Context: an optimization exercise on an open-source flow, tuned for small area. The choices shown serve that exercise and are no tape-out recipe.
At most, simulation tests tie the RTL to the original design; equivalence was not proved.
Power figures rest on the tool's default switching activity, not on a simulated workload.

## ring_rx
module ring_rx (
    input  wire         clk,
    input  wire         rst,
    input  wire         cg_valid,
    input  wire [9:0]   cg,
    output wire         hdr_valid,
    output wire [127:0] hdr_data,
    output wire         dat_valid,
    output wire [7:0]   dat_byte,
    output wire         blk_valid,
    output wire [7:0]   blk_node,
    output wire [7:0]   blk_kind,
    output wire [15:0]  blk_len,
    output wire [1:0]   blk_status,
    output wire         end_valid,
    output wire [1:0]   end_kind,
    output wire [1:0]   end_hdr,
    output reg  [31:0]  hdr_crc_errors,
    output reg  [31:0]  blk_crc_errors,
    output reg  [31:0]  batons_aborted,
    output reg  [31:0]  code_violations
);
For scale: roughly 1,500 cells after synthesis, roughly 14,000 um2 of cells after synthesis.
Settings: LEC_CHECK=0, CAP_MARGIN=20, CORE_MARGIN=2, CORE_UTILIZATION=40, CTS_BUF_LIST=sky130_fd_sc_hd__clkbuf_8, CTS_CLUSTER_DIAMETER=100, CTS_CLUSTER_SIZE=15, GPL_TIMING_DRIVEN=0, PLACE_DENSITY=0.6, SLEW_MARGIN=20; clock period 20.0 ns.
standard.sh (not shown) runs the stock make flow with config.mk's settings and CLKGATE_MAP_FILE= SYNTH_SCRIPT=/design/flow/synth_recipe.tcl, a recipe that flattens the netlist after the stock synthesis.
==> flow/flow/run.sh <==
#!/bin/bash
# Standard ORFS layout with two changes:
#  - after the standard synthesis, the combinational logic is re-mapped for
#    area with ABC (registers and their names are kept exactly). Several ABC
#    scripts are tried; the smallest netlist that yosys proves equivalent to
#    the standard netlist is used (the standard netlist if none is).
#  - buffer_ports puts the smallest plain buffer on every input and output.
#  - the clock tree is built without dummy load cells.
set -euo pipefail
W=$(pwd)
R=$W/orfs/results/$FLOW_PLATFORM/ring_rx/base
LIB=$FLOW_HOME/platforms/$FLOW_PLATFORM/lib/sky130_fd_sc_hd__tt_025C_1v80.lib
export BUFFER_PORTS_ARGS="-buffer_cell sky130_fd_sc_hd__buf_1"
# Clock tree: same clustering as config.mk, without dummy load cells.
export CTS_ARGS="-sink_clustering_enable -repair_clock_nets -sink_clustering_size 15 -sink_clustering_max_diameter 100 -buf_list sky130_fd_sc_hd__clkbuf_8 -dont_use_dummy_load"

bash standard.sh synth > $W/log_1_standard_synth.log 2>&1

# Flip-flop and tie cell types in the standard netlist are kept.
KEEP=$(grep -oE '^ *sky130_fd_sc_hd__(dfxtp|edfxtp|dfrtp|dfstp|dfxbp|sdfxtp|conb)_[0-9]+' $R/1_2_yosys.v | sort -u | tr -d ' ' | tr '\n' ' ')
DU=$(make -s -C $FLOW_HOME DESIGN_CONFIG=$W/config.mk WORK_HOME=$W/orfs print-DONT_USE_CELLS 2>/dev/null | sed 's/^DONT_USE_CELLS: *//' || true)
cp $R/1_2_yosys.v $W/standard_1_2_yosys.v
SCRIPTS="g2 g3 g4 g5 h1 h3"
for s in $SCRIPTS; do
  LIB_FILE=$LIB IN_NETLIST=$W/standard_1_2_yosys.v OUT_NETLIST=$W/resyn_$s.v OUT_STAT=$W/resyn_stat_$s.txt \
  DESIGN_NAME=$FLOW_TOP KEEP_CELLS="$KEEP" DONT_USE_LIST="$DU" ABC_SCRIPT_FILE=$W/flow/$s.abc \
    timeout 900 yosys -c $W/flow/resyn.tcl > $W/log_2_resyn_$s.log 2>&1 &
done
wait || true
: > $W/resyn_choice.txt
for s in $SCRIPTS; do
  a=$(grep "Chip area for module '.$FLOW_TOP'" $W/resyn_stat_$s.txt 2>/dev/null | awk '{print $NF}' || true)
  if [[ -n "$a" && -s $W/resyn_$s.v ]]; then echo "$a $s" >> $W/resyn_choice.txt; fi
done
sort -g $W/resyn_choice.txt -o $W/resyn_choice.txt
chosen=""
while read -r a s; do
  if LIB_FILE=$LIB GOLD=$W/standard_1_2_yosys.v GATE=$W/resyn_$s.v DESIGN_NAME=$FLOW_TOP \
       timeout 900 yosys -c $W/flow/eq.tcl > $W/log_3_equiv_$s.log 2>&1; then
    chosen=$s; break
  fi
done < $W/resyn_choice.txt
echo "chosen: ${chosen:-standard}" >> $W/resyn_choice.txt
if [[ -n "$chosen" ]]; then
  cp $W/resyn_$chosen.v $R/1_2_yosys.v
  touch $R/1_2_yosys.v
fi

bash standard.sh finish > $W/log_4_standard_finish.log 2>&1
Other scripts of this flow, unchanged in this note and not shown: flow/flow/eq.tcl, flow/flow/g2.abc, flow/flow/g3.abc, flow/flow/g4.abc, flow/flow/g5.abc, flow/flow/h1.abc, flow/flow/h3.abc, flow/flow/resyn.tcl
Rerun with:
--- a/flow/design.v
+++ b/flow/design.v
@@ -113,21 +113,21 @@
     localparam [2:0] ST_BHDR = 3'd2;
     localparam [2:0] ST_BDAT = 3'd3;
     localparam [2:0] ST_BCRC = 3'd4;
     localparam [2:0] ST_SKIP = 3'd5;    
     localparam [2:0] ST_HERR = 3'd6;    
     reg [2:0]   state;
     reg [12:0]  bcount;    
     reg [31:0]  crc;
     reg         poison;
     reg [127:0] hbuf_n;
-    wire [7:0]  wcnt = hbuf_n[39:32];
+    reg [7:0]   wcnt;      
     function [31:0] crc32_byte(input [31:0] c, input [7:0] b);
         integer j;
         reg [31:0] r;
         begin
             r = c ^ {24'd0, b};
             for (j = 0; j < 8; j = j + 1)
                 r = r[0] ? ((r >> 1) ^ 32'hEDB88320) : (r >> 1);
             crc32_byte = r;
         end
     endfunction
@@ -198,48 +198,47 @@
     end
     wire        bc_clr = v_q & is_sob;
     wire [13:0] bc_cy;
     assign bc_cy[0] = v_q & ~is_ctl;
     genvar gi;
     generate
         for (gi = 0; gi < 13; gi = gi + 1) begin : g_bc
             assign bc_cy[gi+1] = bc_cy[gi] & bcount[gi];
         end
     endgenerate
+    wire       w_clr = state != ST_BDAT;
     wire [8:0] w_cy;
     assign w_cy[0] = nbyte & pos == 2'd0;
     generate
         for (gi = 0; gi < 8; gi = gi + 1) begin : g_w
             assign w_cy[gi+1] = w_cy[gi] & wcnt[gi];
         end
     endgenerate
-    wire [7:0] wcnt_next = (state == ST_BDAT) ? (wcnt ^ w_cy[7:0]) : 8'd0;
     always @(posedge clk) begin
         bcount <= (bcount ^ bc_cy[12:0]) & {13{~bc_clr}};
+        wcnt   <= (wcnt ^ w_cy[7:0]) & {8{~w_clr}};
     end
     wire hslot_hdr = nbyte && state == ST_HDR && !bcount[4];
     wire hslot_blk = nbyte && state == ST_BHDR;
     integer k;
     always @(posedge clk) begin
         if (v_q) begin
             if (unit_start) begin
                 crc    <= 32'hFFFFFFFF;
                 poison <= 1'b0;
             end else begin
                 crc    <= crc_next;
                 poison <= poison | is_bad;
             end
         end
         for (k = 0; k < 16; k = k + 1) begin
-            if (k == 4 && state != ST_HDR)
-                hbuf_n[8*k +: 8] <= wcnt_next;
-            else if ((hslot_hdr && bcount[3:0] == k) || (k < 4 && hslot_blk && pos == k))
+            if ((hslot_hdr && bcount[3:0] == k) || (k < 4 && hslot_blk && pos == k))
                 hbuf_n[8*k +: 8] <= ~mbyte;
         end
     end
     wire inc_hce = ev_hdr_bad;
     wire inc_bce = ev_blk_bad;
     wire inc_ab  = ctl & inb & is_abt;
     wire inc_cv  = v_q & is_bad;
     wire [32:0] cy_hce, cy_bce, cy_ab, cy_cv;
     assign cy_hce[0] = inc_hce & ~&hdr_crc_errors;
     assign cy_bce[0] = inc_bce & ~&blk_crc_errors;
=> Clock skew shrinks by 9.8 ps. Maximum frequency shrinks by 1.4%. Count of clock-buffer cells in the layout is unchanged. Design area rose by 0.61%. Core utilization goes up by 0.29 points. Via count came out lower by 0.93%. Register-to-register slack gets better by 430 ps.
Only the layout flow was run in the first run of this note; the RTL was not checked for function there.

== run A ==
ring_rx, a different RTL version from the one above (not shown whole).
For scale: roughly 320 I/O pins, roughly 0.014 mm² of cells after synthesis.
==> flow/config.mk <==
export PLATFORM = sky130hd
export DESIGN_NAME = ring_rx
export DESIGN_NICKNAME = ring_rx
export VERILOG_FILES = /design/flow/design.v
export SDC_FILE = /design/flow/constraint.sdc
export NUM_CORES = 4
export LEC_CHECK = 0
export CAP_MARGIN = 20
export CORE_MARGIN = 2
export CORE_UTILIZATION = 40
export CTS_BUF_LIST = sky130_fd_sc_hd__clkbuf_8
export CTS_CLUSTER_DIAMETER = 100
export CTS_CLUSTER_SIZE = 15
export PLACE_DENSITY = 0.6
export SLEW_MARGIN = 20
==> flow/constraint.sdc <==
create_clock -name core_clock -period 20.0 [get_ports {clk}]
set_input_delay 4.0000 -clock core_clock [delete_from_list [all_inputs] [get_ports {clk}]]
set_output_delay 4.0000 -clock core_clock [all_outputs]
set_load 0.01 [all_outputs]
==> flow/flow/run.sh <==
#!/bin/bash
# Standard ORFS layout with two changes:
#  - after the standard synthesis, the combinational logic is re-mapped for
#    area with ABC (registers and their names are kept exactly). Several ABC
#    scripts are tried; the smallest netlist that yosys proves equivalent to
#    the standard netlist is used (the standard netlist if none is).
#  - buffer_ports puts the smallest plain buffer on every input and output.
set -euo pipefail
W=$(pwd)
R=$W/orfs/results/$FLOW_PLATFORM/ring_rx/base
LIB=$FLOW_HOME/platforms/$FLOW_PLATFORM/lib/sky130_fd_sc_hd__tt_025C_1v80.lib
export BUFFER_PORTS_ARGS="-buffer_cell sky130_fd_sc_hd__buf_1"

bash standard.sh synth > $W/log_1_standard_synth.log 2>&1

# Flip-flop and tie cell types in the standard netlist are kept.
KEEP=$(grep -oE '^ *sky130_fd_sc_hd__(dfxtp|edfxtp|dfrtp|dfstp|dfxbp|sdfxtp|conb)_[0-9]+' $R/1_2_yosys.v | sort -u | tr -d ' ' | tr '\n' ' ')
DU=$(make -s -C $FLOW_HOME DESIGN_CONFIG=$W/config.mk WORK_HOME=$W/orfs print-DONT_USE_CELLS 2>/dev/null | sed 's/^DONT_USE_CELLS: *//' || true)
cp $R/1_2_yosys.v $W/standard_1_2_yosys.v
SCRIPTS="g2 g3 g4 g5 a1"
for s in $SCRIPTS; do
  LIB_FILE=$LIB IN_NETLIST=$W/standard_1_2_yosys.v OUT_NETLIST=$W/resyn_$s.v OUT_STAT=$W/resyn_stat_$s.txt \
  DESIGN_NAME=$FLOW_TOP KEEP_CELLS="$KEEP" DONT_USE_LIST="$DU" ABC_SCRIPT_FILE=$W/flow/$s.abc \
    timeout 900 yosys -c $W/flow/resyn.tcl > $W/log_2_resyn_$s.log 2>&1 &
done
wait || true
: > $W/resyn_choice.txt
for s in $SCRIPTS; do
  a=$(grep "Chip area for module '.$FLOW_TOP'" $W/resyn_stat_$s.txt 2>/dev/null | awk '{print $NF}' || true)
  if [[ -n "$a" && -s $W/resyn_$s.v ]]; then echo "$a $s" >> $W/resyn_choice.txt; fi
done
sort -g $W/resyn_choice.txt -o $W/resyn_choice.txt
chosen=""
while read -r a s; do
  if LIB_FILE=$LIB GOLD=$W/standard_1_2_yosys.v GATE=$W/resyn_$s.v DESIGN_NAME=$FLOW_TOP \
       timeout 900 yosys -c $W/flow/eq.tcl > $W/log_3_equiv_$s.log 2>&1; then
    chosen=$s; break
  fi
done < $W/resyn_choice.txt
echo "chosen: ${chosen:-standard}" >> $W/resyn_choice.txt
if [[ -n "$chosen" ]]; then
  cp $W/resyn_$chosen.v $R/1_2_yosys.v
  touch $R/1_2_yosys.v
fi

bash standard.sh finish > $W/log_4_standard_finish.log 2>&1
Other scripts of this flow, unchanged in this note and not shown: flow/flow/a1.abc, flow/flow/eq.tcl, flow/flow/g2.abc, flow/flow/g3.abc, flow/flow/g4.abc, flow/flow/g5.abc, flow/flow/resyn.tcl
Run A finished every stage and its layout cleared the timing, design-rule and antenna checks.
Input-level comparison between run B and run A:
diff --git a/flow/design.v b/flow/design.v
--- a/flow/design.v
+++ b/flow/design.v
@@ -25,79 +25,54 @@
     always @(posedge clk) begin
         v_q <= cg_valid & ~rst;
         c_q <= cg;
     end
     reg rd;    
     wire [5:0] rx6 = {c_q[0], c_q[1], c_q[2], c_q[3], c_q[4], c_q[5]};
     wire [3:0] rx4 = {c_q[6], c_q[7], c_q[8], c_q[9]};
     reg [4:0] x6;
-    reg       bal6;     
-    reg       hit6;     
-    reg       hitp6;    
     always @(*) begin
-        hit6 = 1'b1;
+        x6 = {rx6[1], rx6[2], rx6[3], rx6[4], rx6[5]};
         case (rx6)
             6'b100111: x6 = 5'd0;
+            6'b011000: x6 = 5'd0;
             6'b011101: x6 = 5'd1;
+            6'b100010: x6 = 5'd1;
             6'b101101: x6 = 5'd2;
-            6'b110001: x6 = 5'd3;
+            6'b010010: x6 = 5'd2;
             6'b110101: x6 = 5'd4;
-            6'b101001: x6 = 5'd5;
-            6'b011001: x6 = 5'd6;
-            6'b111000: x6 = 5'd7;
-            6'b111001: x6 = 5'd8;
-            6'b100101: x6 = 5'd9;
-            6'b010101: x6 = 5'd10;
-            6'b110100: x6 = 5'd11;
-            6'b001101: x6 = 5'd12;
-            6'b101100: x6 = 5'd13;
-            6'b011100: x6 = 5'd14;
-            6'b010111: x6 = 5'd15;
-            6'b011011: x6 = 5'd16;
-            6'b100011: x6 = 5'd17;
-            6'b010011: x6 = 5'd18;
-            6'b110010: x6 = 5'd19;
-            6'b001011: x6 = 5'd20;
-            6'b101010: x6 = 5'd21;
-            6'b011010: x6 = 5'd22;
-            6'b111010: x6 = 5'd23;
-            6'b110011: x6 = 5'd24;
-            6'b100110: x6 = 5'd25;
-            6'b010110: x6 = 5'd26;
-            6'b110110: x6 = 5'd27;
-            6'b001110: x6 = 5'd28;
-            6'b101110: x6 = 5'd29;
-            6'b011110: x6 = 5'd30;
-            6'b101011: x6 = 5'd31;
-            6'b011000: x6 = 5'd0;
-            6'b100010: x6 = 5'd1;
-            6'b010010: x6 = 5'd2;
             6'b001010: x6 = 5'd4;
             6'b000111: x6 = 5'd7;
+            6'b111001: x6 = 5'd8;
             6'b000110: x6 = 5'd8;
+            6'b010111: x6 = 5'd15;
             6'b101000: x6 = 5'd15;
+            6'b011011: x6 = 5'd16;
             6'b100100: x6 = 5'd16;
             6'b000101: x6 = 5'd23;
+            6'b110011: x6 = 5'd24;
             6'b001100: x6 = 5'd24;
             6'b001001: x6 = 5'd27;
             6'b010001: x6 = 5'd29;
             6'b100001: x6 = 5'd30;
+            6'b101011: x6 = 5'd31;
             6'b010100: x6 = 5'd31;
-            default: begin x6 = 5'd0; hit6 = 1'b0; end
+            default: ;
         endcase
     end
     wire [2:0] ones6 = {2'd0, rx6[0]} + {2'd0, rx6[1]} + {2'd0, rx6[2]} +
                        {2'd0, rx6[3]} + {2'd0, rx6[4]} + {2'd0, rx6[5]};
     wire [2:0] ones4 = {2'd0, rx4[0]} + {2'd0, rx4[1]} + {2'd0, rx4[2]} + {2'd0, rx4[3]};
     wire more6 = ones6 > 3'd3;
     wire less6 = ones6 < 3'd3;
     wire six_pos = more6 || rx6 == 6'b000111;
     wire six_neg = less6 || rx6 == 6'b111000;
-    wire v6  = hit6 & (rd ? ~more6 & rx6 != 6'b111000 : ~less6 & rx6 != 6'b000111);
+    wire v6  = rd ? (ones6 == 3'd2 && rx6 != 6'b110000 && rx6 != 6'b000011) || (ones6 == 3'd3 && rx6 != 6'b111000)
+                  : (ones6 == 3'd4 && rx6 != 6'b001111 && rx6 != 6'b111100) || (ones6 == 3'd3 && rx6 != 6'b000111);
     wire rd6 = six_pos ? 1'b1 : six_neg ? 1'b0 : rd;
     wire four_pos = ones4 > 3'd2 || rx4 == 4'b0011;
     wire four_neg = ones4 < 3'd2 || rx4 == 4'b1100;
     wire rd_next  = four_pos ? 1'b1 : four_neg ? 1'b0 : rd6;
     wire a7n = x6 == 5'd17 || x6 == 5'd18 || x6 == 5'd20;
     wire a7p = x6 == 5'd11 || x6 == 5'd13 || x6 == 5'd14;
     reg [2:0] y4;
     reg       v4;
- Run B: PASS, flow complete, no timing, DRC or antenna violations
- Diff run A -> run B: cell area after layout -about 1.7%; sink count of the clock tree lower; area growth from synthesis to layout now sits higher.
- CTS buffer count of run B falls short of that of run A by a few percent.
- Critical path depth: run A and run B compared, lower one is run A
- Summary of the comparison: fraction of area in multi-input gates is lower in run B, relative to run A.
- Going from run A to run B, layout inverter count without the clock tree grows by 109.
- Launching element of the worst setup path: c_q[0] -> run B, c_q[2] -> run A
- Against run A, run B comes in 0.25 points higher on overall track demand over capacity in global routing.
- Compared with run A, run B shows a higher number of cell instances on the worst register-to-register path.
- Combinational cell fraction of total power: run B vs run A down 12 points

what the ideal ports hide:
The results above use ideal ports. As a check the final layouts listed here were re-extracted and re-timed, cells and wires unchanged. Step 1 (the two cells are an assumption about what drives the block):
set clk [get_ports {clk}]
set_driving_cell -lib_cell sky130_fd_sc_hd__clkbuf_16 $clk
set_driving_cell -lib_cell sky130_fd_sc_hd__buf_2 [delete_from_list [all_inputs] $clk]
Step 2, shift: input delay + t, output delay - t, t = (earliest + latest rising clock arrival at the registers) / 2. This alone moves slack from input paths to output paths. a / b / c = no drivers / after step 1 / after step 2; a / b = the first two.
run | t (ns) | setup slack, ns | slew at the worst register clock pin (ns) | pins driven straight from the clock port
the first run of note 1 | 0.595 | 8.636 / 8.590 / 9.184 | 0.11 / 0.11 | 1
the second run of note 1 | 0.615 | 8.480 / 8.429 / 9.044 | 0.11 / 0.11 | 1
run A | 0.626 | 9.969 / 9.923 / 10.549 | 0.11 / 0.11 | 1
run B | 0.637 | 8.631 / 8.582 / 9.218 | 0.11 / 0.11 | 1
After both steps setup and hold are still met in every run listed.
